From an optimization exercise on the open Yosys and OpenROAD flow, aimed at small area and a short achievable clock period; shortcuts taken in it are not production practice. The RTL was checked by simulation tests, not by an equivalence proof against the original design. Power is estimated from default activity; no workload was simulated.

==> 11-09: inputs <==
==> flow/design.v <==
module glade_shf (
    input  wire        clk,
    input  wire        rst,
    input  wire        trig,
    input  wire [3:0]  op,
    input  wire [63:0] a,
    input  wire [63:0] bsrc,
    input  wire [63:0] t,
    output reg  [63:0] q,
    output reg         err
);
    integer i;
    wire op_sll    = (op == 4'd0);
    wire op_srl    = (op == 4'd1);
    wire op_sra    = (op == 4'd2);
    wire op_rol    = (op == 4'd3);
    wire op_ror    = (op == 4'd4);
    wire op_bfextu = (op == 4'd5);
    wire op_bfexts = (op == 4'd6);
    wire op_bfins  = (op == 4'd7);
    wire op_brev   = (op == 4'd8);
    wire op_bswap  = (op == 4'd9);
    wire op_clz    = (op == 4'd10);
    wire op_ctz    = (op == 4'd11);
    wire op_popc   = (op == 4'd12);
    wire op_resv   = (op[3:2] == 2'b11) & (op[1:0] != 2'b00);
    wire [5:0] n     = t[5:0];
    wire       big   = |t[63:6];
    wire [6:0] w     = t[14:8];
    wire       fbad  = (|t[7:6]) | (|t[63:15]) | (w[6] & (|w[5:0]));
    wire       op_bf = op_bfextu | op_bfexts | op_bfins;
    wire       bad   = op_resv | (op_bf & fbad);
    wire       en    = trig & ~rst & ~bad;
    wire       hold  = ~rst & ~(trig & ~bad);
    wire       left = op_sll | op_rol | op_bfins;
    reg  [5:0] r;
    always @(*) begin
        r[0] = n[0];
        for (i = 1; i < 6; i = i + 1)
            r[i] = n[i] ^ (left & (|(n & ((6'd1 << i) - 6'd1))));
    end
    wire [63:0] src = op_bfins ? bsrc : a;
    wire [63:0] s0 = r[0] ? {src[0],    src[63:1]}  : src;
    wire [63:0] s1 = r[1] ? {s0[1:0],   s0[63:2]}   : s0;
    wire [63:0] s2 = r[2] ? {s1[3:0],   s1[63:4]}   : s1;
    wire [63:0] s3 = r[3] ? {s2[7:0],   s2[63:8]}   : s2;
    wire [63:0] s4 = r[4] ? {s3[15:0],  s3[63:16]}  : s3;
    wire [63:0] rot = r[5] ? {s4[31:0], s4[63:32]}  : s4;
    wire [6:0] S   = {1'b0, n} + w;
    wire [6:0] neg = 7'd64 - {1'b0, n};
    wire op_bfext = op_bfextu | op_bfexts;
    wire e_64  = en & (op_rol | op_ror | (op_sll & ~big) | (op_bfins & S[6]));
    wire e_neg = en & (((op_srl | op_sra) & ~big) | (op_bfext & S[6]));
    wire e_w   = en & op_bfext & ~S[6];
    wire e_s   = en & op_bfins & ~S[6];
    wire [6:0] E = ({7{e_64}} & 7'd64) | ({7{e_neg}} & neg) | ({7{e_w}} & w) | ({7{e_s}} & S);
    wire [5:0] L = {6{en & (op_sll | op_bfins)}} & n;
    function automatic [63:0] ge6(input [5:0] x);
        reg [63:0] g;
        integer k, j;
        begin
            g = 64'd0;
            g[0] = 1'b1;
            for (k = 0; k < 6; k = k + 1)
                for (j = 0; j < 32; j = j + 1)
                    if (j < (1 << k)) begin
                        g[(1 << k) + j] = ~x[k] | g[j];
                        g[j]            = ~x[k] & g[j];
                    end
            ge6 = g;
        end
    endfunction
    wire [63:0] GL = ge6(L);
    wire [63:0] GE = ge6(E[5:0]);
    wire [63:0] mk = GL & ({64{E[6]}} | ~GE);
    wire [63:0] a_up = {a[62:0], 1'b0};
    wire        sign = (|w) & (S[6] ? a[63] : a_up[S[5:0]]);
    reg  [63:0] u;
    always @(*)
        for (i = 0; i < 64; i = i + 1)
            u[i] = op_clz ? t[63 - i] : t[i];
    reg [63:0] v0;
    reg [31:0] v1; reg [31:0]   p1;
    reg [15:0] v2; reg [31:0]   p2;
    reg [7:0]  v3; reg [23:0]   p3;
    reg [3:0]  v4; reg [15:0]   p4;
    reg [1:0]  v5; reg [9:0]    p5;
    reg        v6; reg [5:0]    p6;
    always @(*) begin
        v0 = u;
        for (i = 0; i < 32; i = i + 1) begin
            v1[i] = v0[2*i] | v0[2*i+1];
            p1[i] = ~v0[2*i];
        end
        for (i = 0; i < 16; i = i + 1) begin
            v2[i] = v1[2*i] | v1[2*i+1];
            p2[2*i +: 2] = v1[2*i] ? {1'b0, p1[2*i]} : {1'b1, p1[2*i+1]};
        end
        for (i = 0; i < 8; i = i + 1) begin
            v3[i] = v2[2*i] | v2[2*i+1];
            p3[3*i +: 3] = v2[2*i] ? {1'b0, p2[4*i +: 2]} : {1'b1, p2[4*i+2 +: 2]};
        end
        for (i = 0; i < 4; i = i + 1) begin
            v4[i] = v3[2*i] | v3[2*i+1];
            p4[4*i +: 4] = v3[2*i] ? {1'b0, p3[6*i +: 3]} : {1'b1, p3[6*i+3 +: 3]};
        end
        for (i = 0; i < 2; i = i + 1) begin
            v5[i] = v4[2*i] | v4[2*i+1];
            p5[5*i +: 5] = v4[2*i] ? {1'b0, p4[8*i +: 4]} : {1'b1, p4[8*i+4 +: 4]};
        end
        v6 = v5[0] | v5[1];
        p6 = v5[0] ? {1'b0, p5[4:0]} : {1'b1, p5[9:5]};
    end
    wire [6:0] tz_v = {~v6, p6 & {6{v6}}};
    wire [6:0] cnt = {7{op_clz | op_ctz}} & tz_v;
    wire f_sc  = en & ((op_sra & a[63]) | (op_bfexts & sign));
    wire f_a   = en & op_bfins;
    wire f_rev = en & op_brev;
    wire f_bsw = en & op_bswap;
    wire f_cnt = en;
    wire f_pc  = en & op_popc;
    reg [63:0] base;
    reg        fl;
    always @(*) begin
        for (i = 0; i < 64; i = i + 1) begin
            fl = f_sc | (f_a & a[i]) | (f_rev & t[63 - i]) | (f_bsw & t[8*(7 - i/8) + i%8]) | (hold & q[i]);
            if (i < 7) fl = fl | (f_cnt & cnt[i]);
            base[i] = mk[i] ? rot[i] : fl;
        end
    end
    wire [6:0] res_lo;
    glade_shf_popc u_popc (.t(t), .f_pc(f_pc), .base(base[6:0]), .res(res_lo));
    wire [63:0] res = {base[63:7], res_lo};
    always @(posedge clk) begin
        q   <= res;
        err <= ~rst & trig & bad;
    end
endmodule
module glade_shf_popc (
    input  wire [63:0] t,
    input  wire        f_pc,
    input  wire [6:0]  base,
    output wire [6:0]  res
);
    wire [2:0] pc_g0;
    glade_shf_cnt4 u_pc_g0 (.x(t[3:0]), .c(pc_g0));
    wire [2:0] pc_g1;
    glade_shf_cnt4 u_pc_g1 (.x(t[7:4]), .c(pc_g1));
    wire pc_1, pc_2; assign {pc_2, pc_1} = t[10] + t[11] + t[12];
    wire pc_3, pc_4; assign {pc_4, pc_3} = t[13] + t[14] + t[15];
    wire pc_5, pc_6; assign {pc_6, pc_5} = t[16] + t[17] + t[18];
    wire pc_7, pc_8; assign {pc_8, pc_7} = t[19] + t[20] + t[21];
    wire pc_9, pc_10; assign {pc_10, pc_9} = t[22] + t[23] + t[24];
    wire pc_11, pc_12; assign {pc_12, pc_11} = t[25] + t[26] + t[27];
    wire pc_13, pc_14; assign {pc_14, pc_13} = t[28] + t[29] + t[30];
    wire pc_15, pc_16; assign {pc_16, pc_15} = t[31] + t[32] + t[33];
    wire pc_17, pc_18; assign {pc_18, pc_17} = t[34] + t[35] + t[36];
    wire pc_19, pc_20; assign {pc_20, pc_19} = t[37] + t[38] + t[39];
    wire pc_21, pc_22; assign {pc_22, pc_21} = t[40] + t[41] + t[42];
    wire pc_23, pc_24; assign {pc_24, pc_23} = t[43] + t[44] + t[45];
    wire pc_25, pc_26; assign {pc_26, pc_25} = t[46] + t[47] + t[48];
    wire pc_27, pc_28; assign {pc_28, pc_27} = t[49] + t[50] + t[51];
    wire pc_29, pc_30; assign {pc_30, pc_29} = t[52] + t[53] + t[54];
    wire pc_31, pc_32; assign {pc_32, pc_31} = t[55] + t[56] + t[57];
    wire pc_33, pc_34; assign {pc_34, pc_33} = t[58] + t[59] + t[60];
    wire pc_35, pc_36; assign {pc_36, pc_35} = t[61] + t[62] + t[63];
    wire pc_37, pc_38; assign {pc_38, pc_37} = t[8] + t[9] + pc_1;
    wire pc_39, pc_40; assign {pc_40, pc_39} = pc_11 + pc_13 + pc_15;
    wire pc_41, pc_42; assign {pc_42, pc_41} = pc_17 + pc_19 + pc_21;
    wire pc_43, pc_44; assign {pc_44, pc_43} = pc_23 + pc_25 + pc_27;
    wire pc_45, pc_46; assign {pc_46, pc_45} = pc_29 + pc_3 + pc_31;
    wire pc_47, pc_48; assign {pc_48, pc_47} = pc_33 + pc_35 + pc_5;
    wire pc_49, pc_50; assign {pc_50, pc_49} = pc_7 + pc_9 + pc_g0[0];
    wire pc_51, pc_52; assign {pc_52, pc_51} = pc_g1[0] + pc_37 + pc_39;
    wire pc_53, pc_54; assign {pc_54, pc_53} = pc_41 + pc_43 + pc_45;
    wire pc_55, pc_56; assign {pc_56, pc_55} = pc_47 + pc_49 + pc_51;
    wire pc_57, pc_58; assign {pc_58, pc_57} = pc_10 + pc_12 + pc_14;
    wire pc_59, pc_60; assign {pc_60, pc_59} = pc_16 + pc_18 + pc_2;
    wire pc_61, pc_62; assign {pc_62, pc_61} = pc_20 + pc_22 + pc_24;
    wire pc_63, pc_64; assign {pc_64, pc_63} = pc_26 + pc_28 + pc_30;
    wire pc_65, pc_66; assign {pc_66, pc_65} = pc_32 + pc_34 + pc_36;
    wire pc_67, pc_68; assign {pc_68, pc_67} = pc_4 + pc_6 + pc_8;
    wire pc_69, pc_70; assign {pc_70, pc_69} = pc_g0[1] + pc_g1[1] + pc_38;
    wire pc_71, pc_72; assign {pc_72, pc_71} = pc_40 + pc_42 + pc_44;
    wire pc_73, pc_74; assign {pc_74, pc_73} = pc_46 + pc_48 + pc_57;
    wire pc_75, pc_76; assign {pc_76, pc_75} = pc_59 + pc_61 + pc_63;
    wire pc_77, pc_78; assign {pc_78, pc_77} = pc_65 + pc_67 + pc_50;
    wire pc_79, pc_80; assign {pc_80, pc_79} = pc_52 + pc_54 + pc_69;
    wire pc_81, pc_82; assign {pc_82, pc_81} = pc_71 + pc_73 + pc_75;
    wire pc_83, pc_84; assign {pc_84, pc_83} = pc_77 + pc_56 + pc_79;
    wire pc_85, pc_86; assign {pc_86, pc_85} = pc_g0[2] + pc_g1[2] + pc_58;
    wire pc_87, pc_88; assign {pc_88, pc_87} = pc_60 + pc_62 + pc_64;
    wire pc_89, pc_90; assign {pc_90, pc_89} = pc_66 + pc_68 + pc_70;
    wire pc_91, pc_92; assign {pc_92, pc_91} = pc_72 + pc_74 + pc_76;
    wire pc_93, pc_94; assign {pc_94, pc_93} = pc_85 + pc_87 + pc_78;
    wire pc_95, pc_96; assign {pc_96, pc_95} = pc_80 + pc_82 + pc_89;
    wire pc_97, pc_98; assign {pc_98, pc_97} = pc_91 + pc_93 + pc_84;
    wire pc_99, pc_100; assign {pc_100, pc_99} = pc_86 + pc_88 + pc_90;
    wire pc_101, pc_102; assign {pc_102, pc_101} = pc_92 + pc_94 + pc_99;
    wire pc_103, pc_104; assign {pc_104, pc_103} = pc_96 + pc_101;
    wire pc_105, pc_106; assign {pc_106, pc_105} = pc_100 + pc_102;
    wire [5:0] pc_ra = {pc_106, pc_104, pc_98, pc_95, pc_81, pc_53};
    wire [5:0] pc_rb = {1'b0, pc_105, pc_103, pc_97, pc_83, pc_55};
    wire [6:0] popc_v_full = pc_ra + pc_rb;
    wire [6:0] popc_v = popc_v_full[6:0];
    assign res = base | ({7{f_pc}} & popc_v);
endmodule
module glade_shf_cnt4 (input wire [3:0] x, output reg [2:0] c);
    always @(*)
        case (x)
            4'd0: c = 3'd0;
            4'd1: c = 3'd1;
            4'd2: c = 3'd1;
            4'd3: c = 3'd2;
            4'd4: c = 3'd1;
            4'd5: c = 3'd2;
            4'd6: c = 3'd2;
            4'd7: c = 3'd3;
            4'd8: c = 3'd1;
            4'd9: c = 3'd2;
            4'd10: c = 3'd2;
            4'd11: c = 3'd3;
            4'd12: c = 3'd2;
            4'd13: c = 3'd3;
            4'd14: c = 3'd3;
            4'd15: c = 3'd4;
        endcase
endmodule
==> flow/flow/run.sh <==
#!/bin/bash
# The standard layout (standard.sh, all ORFS steps to finish) with two changes:
# - the buffers that buffer_ports puts on every input and output port are
#   sky130_fd_sc_hd__buf_1 cells rather than the resizer's default choice
#   (clkdlybuf4s50_1, a slow delay cell); the timing repair can still resize them;
# - the timing repair aims for 5.25 ns of setup slack at the fixed clock period.
# make's output goes to flow_make.log; each ORFS step logs under orfs/logs/.
set -euo pipefail
export BUFFER_PORTS_ARGS="-buffer_cell sky130_fd_sc_hd__buf_1"
export SETUP_SLACK_MARGIN=5.25
bash standard.sh > flow_make.log 2>&1
==> flow/standard.sh <==
#!/bin/bash
# synth_recipe.tcl (not shown) runs the flow's synth.tcl, then flattens the netlist and writes it again
# the make line also repeats each setting of config.mk as NAME=value (left out here)
make -C /OpenROAD-flow-scripts/flow DESIGN_CONFIG=/design/flow/config.mk WORK_HOME=/design/flow/orfs CLKGATE_MAP_FILE= SYNTH_SCRIPT=/design/flow/synth_recipe.tcl "${@:-finish}"
==> flow/config.mk <==
export PLATFORM = sky130hd
export DESIGN_NAME = glade_shf
export DESIGN_NICKNAME = glade_shf
export VERILOG_FILES = /design/flow/design.v
export SDC_FILE = /design/flow/constraint.sdc
export NUM_CORES = 4
export LEC_CHECK = 0
export ABC_AREA = 1
export CAP_MARGIN = 10
export CORE_MARGIN = 2
export CORE_UTILIZATION = 40
export PLACE_DENSITY = 0.6
export SLEW_MARGIN = 10
export SYNTH_HIERARCHICAL = 1
export SYNTH_MINIMUM_KEEP_SIZE = 0
==> flow/constraint.sdc <==
create_clock -name core_clock -period 11.0 [get_ports {clk}]
set_input_delay 2.2000 -clock core_clock [delete_from_list [all_inputs] [get_ports {clk}]]
set_output_delay 2.2000 -clock core_clock [all_outputs]
set_load 0.01 [all_outputs]
==> 03-10: changes against 11-09 <==
==> flow/design.v, changed modules only <==
module glade_shf (
    input  wire        clk,
    input  wire        rst,
    input  wire        trig,
    input  wire [3:0]  op,
    input  wire [63:0] a,
    input  wire [63:0] bsrc,
    input  wire [63:0] t,
    output reg  [63:0] q,
    output reg         err
);
    integer i;
    wire op_sll    = (op == 4'd0);
    wire op_srl    = (op == 4'd1);
    wire op_sra    = (op == 4'd2);
    wire op_rol    = (op == 4'd3);
    wire op_ror    = (op == 4'd4);
    wire op_bfextu = (op == 4'd5);
    wire op_bfexts = (op == 4'd6);
    wire op_bfins  = (op == 4'd7);
    wire op_brev   = (op == 4'd8);
    wire op_bswap  = (op == 4'd9);
    wire op_clz    = (op == 4'd10);
    wire op_ctz    = (op == 4'd11);
    wire op_popc   = (op == 4'd12);
    wire op_resv   = (op[3:2] == 2'b11) & (op[1:0] != 2'b00);
    wire [5:0] n     = t[5:0];
    wire       big   = |t[63:6];
    wire [6:0] w     = t[14:8];
    wire       fbad  = (|t[7:6]) | (|t[63:15]) | (w[6] & (|w[5:0]));
    wire       op_bf = op_bfextu | op_bfexts | op_bfins;
    wire       bad   = op_resv | (op_bf & fbad);
    wire       en    = trig & ~rst & ~bad;
    wire       hold  = ~rst & ~(trig & ~bad);
    wire       left = op_sll | op_rol | op_bfins;
    reg  [5:0] r;
    always @(*) begin
        r[0] = n[0];
        for (i = 1; i < 6; i = i + 1)
            r[i] = n[i] ^ (left & (|(n & ((6'd1 << i) - 6'd1))));
    end
    wire [63:0] src = op_bfins ? bsrc : a;
    wire [63:0] rot;
    glade_shf_rot u_rot (.src(src), .r(r), .rot(rot));
    wire [6:0] S   = {1'b0, n} + w;
    wire [6:0] neg = 7'd64 - {1'b0, n};
    wire op_bfext = op_bfextu | op_bfexts;
    wire e_64  = en & (op_rol | op_ror | (op_sll & ~big) | (op_bfins & S[6]));
    wire e_neg = en & (((op_srl | op_sra) & ~big) | (op_bfext & S[6]));
    wire e_w   = en & op_bfext & ~S[6];
    wire e_s   = en & op_bfins & ~S[6];
    wire [6:0] E = ({7{e_64}} & 7'd64) | ({7{e_neg}} & neg) | ({7{e_w}} & w) | ({7{e_s}} & S);
    wire [5:0] L = {6{en & (op_sll | op_bfins)}} & n;
    function automatic [63:0] ge6(input [5:0] x);
        reg [63:0] g;
        integer k, j;
        begin
            g = 64'd0;
            g[0] = 1'b1;
            for (k = 0; k < 6; k = k + 1)
                for (j = 0; j < 32; j = j + 1)
                    if (j < (1 << k)) begin
                        g[(1 << k) + j] = ~x[k] | g[j];
                        g[j]            = ~x[k] & g[j];
                    end
            ge6 = g;
        end
    endfunction
    wire [63:0] GL = ge6(L);
    wire [63:0] GE = ge6(E[5:0]);
    wire [63:0] mk = GL & ({64{E[6]}} | ~GE);
    wire [63:0] a_up = {a[62:0], 1'b0};
    wire        sign;
    glade_shf_sign u_sign (.a_up(a_up), .a63(a[63]), .S(S), .wnz(|w), .sign(sign));
    reg  [63:0] u;
    always @(*)
        for (i = 0; i < 64; i = i + 1)
            u[i] = op_clz ? t[63 - i] : t[i];
    wire [6:0] tz_v;
    glade_shf_ctz u_ctz (.u(u), .z(tz_v));
    wire [6:0] cnt = {7{op_clz | op_ctz}} & tz_v;
    wire f_sc  = en & ((op_sra & a[63]) | (op_bfexts & sign));
    wire f_a   = en & op_bfins;
    wire f_rev = en & op_brev;
    wire f_bsw = en & op_bswap;
    wire f_cnt = en;
    wire f_pc  = en & op_popc;
    reg [63:0] base;
    reg        fl;
    always @(*) begin
        for (i = 0; i < 64; i = i + 1) begin
            fl = f_sc | (f_a & a[i]) | (f_rev & t[63 - i]) | (f_bsw & t[8*(7 - i/8) + i%8]) | (hold & q[i]);
            if (i < 7) fl = fl | (f_cnt & cnt[i]);
            base[i] = mk[i] ? rot[i] : fl;
        end
    end
    wire [6:0] res_lo;
    glade_shf_popc u_popc (.t(t), .f_pc(f_pc), .base(base[6:0]), .res(res_lo));
    wire [63:0] res = {base[63:7], res_lo};
    always @(posedge clk) begin
        q   <= res;
        err <= ~rst & trig & bad;
    end
endmodule
module glade_shf_rot (
    input  wire [63:0] src,
    input  wire [5:0]  r,
    output wire [63:0] rot
);
    wire [63:0] s0 = r[0] ? {src[0],    src[63:1]}  : src;
    wire [63:0] s1 = r[1] ? {s0[1:0],   s0[63:2]}   : s0;
    wire [63:0] s2 = r[2] ? {s1[3:0],   s1[63:4]}   : s1;
    wire [63:0] s3 = r[3] ? {s2[7:0],   s2[63:8]}   : s2;
    wire [63:0] s4 = r[4] ? {s3[15:0],  s3[63:16]}  : s3;
    assign rot = r[5] ? {s4[31:0], s4[63:32]}  : s4;
endmodule
module glade_shf_ctz (
    input  wire [63:0] u,
    output wire [6:0]  z
);
    integer i;
    reg [63:0] v0;
    reg [31:0] v1; reg [31:0]   p1;
    reg [15:0] v2; reg [31:0]   p2;
    reg [7:0]  v3; reg [23:0]   p3;
    reg [3:0]  v4; reg [15:0]   p4;
    reg [1:0]  v5; reg [9:0]    p5;
    reg        v6; reg [5:0]    p6;
    always @(*) begin
        v0 = u;
        for (i = 0; i < 32; i = i + 1) begin
            v1[i] = v0[2*i] | v0[2*i+1];
            p1[i] = ~v0[2*i];
        end
        for (i = 0; i < 16; i = i + 1) begin
            v2[i] = v1[2*i] | v1[2*i+1];
            p2[2*i +: 2] = v1[2*i] ? {1'b0, p1[2*i]} : {1'b1, p1[2*i+1]};
        end
        for (i = 0; i < 8; i = i + 1) begin
            v3[i] = v2[2*i] | v2[2*i+1];
            p3[3*i +: 3] = v2[2*i] ? {1'b0, p2[4*i +: 2]} : {1'b1, p2[4*i+2 +: 2]};
        end
        for (i = 0; i < 4; i = i + 1) begin
            v4[i] = v3[2*i] | v3[2*i+1];
            p4[4*i +: 4] = v3[2*i] ? {1'b0, p3[6*i +: 3]} : {1'b1, p3[6*i+3 +: 3]};
        end
        for (i = 0; i < 2; i = i + 1) begin
            v5[i] = v4[2*i] | v4[2*i+1];
            p5[5*i +: 5] = v4[2*i] ? {1'b0, p4[8*i +: 4]} : {1'b1, p4[8*i+4 +: 4]};
        end
        v6 = v5[0] | v5[1];
        p6 = v5[0] ? {1'b0, p5[4:0]} : {1'b1, p5[9:5]};
    end
    assign z = {~v6, p6 & {6{v6}}};
endmodule
module glade_shf_sign (
    input  wire [63:0] a_up,
    input  wire        a63,
    input  wire [6:0]  S,
    input  wire        wnz,
    output wire        sign
);
    assign sign = wnz & (S[6] ? a63 : a_up[S[5:0]]);
endmodule
==> flow/flow/run.sh (replaced) <==
#!/bin/bash
# The standard layout (standard.sh, all ORFS steps to finish) with two changes:
# - synthesis is ORFS's synth.tcl run by synth_recipe.tcl as usual, except that
#   abc maps the rotator, trailing-zero count and field-sign modules
#   (glade_shf_rot, glade_shf_ctz, glade_shf_sign) with flow/abc_rot.script
#   (area-oriented amap) and the other modules with ORFS's own abc script;
#   registers are mapped before abc, so they are the standard synthesis's;
# - the buffers that buffer_ports puts on every input and output port are
#   sky130_fd_sc_hd__buf_1 cells rather than the resizer's default choice
#   (clkdlybuf4s50_1, a slow delay cell); the timing repair can still resize them.
# make's output goes to flow_make.log; each ORFS step logs under orfs/logs/.
set -euo pipefail
here=$(pwd)
amap_mods="glade_shf_rot glade_shf_ctz glade_shf_sign"
other_mods="glade_shf glade_shf_popc glade_shf_cnt4"
sed "s#^\( *\)log_cmd abc {\*}\$abc_args\$#\1log_cmd abc {*}[lreplace \$abc_args 1 1 $here/flow/abc_rot.script] $amap_mods\n\1log_cmd abc {*}\$abc_args $other_mods#" \
  "$FLOW_HOME/scripts/synth.tcl" > my_synth_core.tcl
grep -q "abc_rot.script\] $amap_mods" my_synth_core.tcl
grep -q "abc_args $other_mods" my_synth_core.tcl
sed "s#source \$::env(SCRIPTS_DIR)/synth.tcl#source $here/my_synth_core.tcl#" synth_recipe.tcl > my_synth.tcl
grep -q "my_synth_core.tcl" my_synth.tcl
sed "s#SYNTH_SCRIPT=[^ ]*#SYNTH_SCRIPT=$here/my_synth.tcl#" standard.sh > my_standard.sh
grep -q "SYNTH_SCRIPT=$here/my_synth.tcl" my_standard.sh
export BUFFER_PORTS_ARGS="-buffer_cell sky130_fd_sc_hd__buf_1"
bash my_standard.sh > flow_make.log 2>&1
==> flow/flow/abc_rot.script (new file) <==
strash
dch
amap -m
topo
stime -c
buffer -c
upsize -c
dnsize -c
CAP_MARGIN = 30   (was 10)
PLACE_DENSITY = 0.5   (was 0.6)
SETUP_SLACK_MARGIN = 5   (was not set)
SLEW_MARGIN = 35   (was 10)
==> 06-04: changes against 11-09 <==
==> flow/flow/run.sh (replaced) <==
#!/bin/bash
# The standard layout (standard.sh, all ORFS steps to finish) with two changes:
# - synthesis is ORFS's synth.tcl run by synth_recipe.tcl as usual, except that
#   abc maps the logic with flow/abc_map.script (area-oriented amap) in place
#   of ORFS's abc script; registers are mapped before abc, so they are the
#   standard synthesis's registers;
# - the buffers that buffer_ports puts on every input and output port are
#   sky130_fd_sc_hd__buf_1 cells rather than the resizer's default choice
#   (clkdlybuf4s50_1, a slow delay cell); the timing repair can still resize them.
# make's output goes to flow_make.log; each ORFS step logs under orfs/logs/.
set -euo pipefail
here=$(pwd)
sed "s#log_cmd abc {\*}\$abc_args#log_cmd abc {*}[lreplace \$abc_args 1 1 $here/flow/abc_map.script]#" \
  "$FLOW_HOME/scripts/synth.tcl" > my_synth_core.tcl
grep -q "abc_map.script" my_synth_core.tcl
sed "s#source \$::env(SCRIPTS_DIR)/synth.tcl#source $here/my_synth_core.tcl#" synth_recipe.tcl > my_synth.tcl
grep -q "my_synth_core.tcl" my_synth.tcl
sed "s#SYNTH_SCRIPT=[^ ]*#SYNTH_SCRIPT=$here/my_synth.tcl#" standard.sh > my_standard.sh
grep -q "SYNTH_SCRIPT=$here/my_synth.tcl" my_standard.sh
export BUFFER_PORTS_ARGS="-buffer_cell sky130_fd_sc_hd__buf_1"
bash my_standard.sh > flow_make.log 2>&1
==> flow/flow/abc_map.script (new file) <==
strash
dch
amap -m
topo
stime -c
buffer -c
upsize -c
dnsize -c
ABC_AREA = not set   (was 1)
SETUP_SLACK_MARGIN = 5   (was not set)
==> results.txt <==
metric	03-10	06-04	11-09
Run status	no timing/DRC/antenna violations	no timing/DRC/antenna violations	no timing/DRC/antenna violations
Finished Layout Cells	2,997	2,493	3,473
Multi-input combinational cell area	0.0121 mm²	0.0110 mm²	0.0125 mm²
Worst slew margin relative to its limit	0.357	0.189	0.285
Fraction of cell area in non-clock buffers	0.0911	0.131	0.0798
Met2 layer wire length in the routed design	35,900 µm	33,100 µm	37,500 µm
Power Density	142 mW/mm²	167 mW/mm²	143 mW/mm²
Hold-critical path depth	2	2	4
Worst VDD drop	0.277 mV	0.472 mV	0.233 mV
Most frequent standard cell in the layout excluding fill and tap cells	nand2_1	o22a_1	nand2_1
Combinational logic power	1.75 mW	2.12 mW	1.84 mW
Wire length of the first global-routing pass	126,000 µm	121,000 µm	133,000 µm
Beginning of the worst register-to-register path	q[37]$_DFF_P_	q[30]$_DFF_P_	q[52]$_DFF_P_
Wire length on met3	13,400 µm	15,800 µm	13,100 µm
Delay of the slowest critical-path stage	0.44 ns	0.46 ns	0.59 ns
Critical hold path startpoint	q[31]$_DFF_P_	q[55]$_DFF_P_	q[62]$_DFF_P_
Nets@finish	2,802	2,351	3,224
Maximum number of pins on one net before global-route repair	116	71	128

[afterwards: timing with drivers on the ports]
In the flow no input, the clock included, has a driving cell. The finished layouts below were timed again as built, in two steps. Step 1 assumes that a clkbuf_16 drives the clock port and a buf_2 every other input. Step 2 moves the port delays by t, midway between the first and last clock arrival at a register: inputs arrive t later, outputs are due t later. That takes back most of the time a late clock gives input paths. Slacks: ideal ports / drivers / drivers and shift; pairs: ideal ports / drivers.
| run | t (ns) | setup WS [ns] | cell pins on the clock port's net |
|---|---|---|---|
| 11-09 | 0.401 | 5.057 / 5.085 / 4.684 | 1 |
| 03-10 | 0.424 | 4.962 / 4.993 / 4.569 | 1 |
| 06-04 | 0.398 | 4.765 / 4.786 / 4.388 | 1 |
After both steps setup and hold are still met in every run listed. The setup slack of 03-10, which loses most, moves by +0.031 ns with the drivers and by -0.393 ns with both steps.
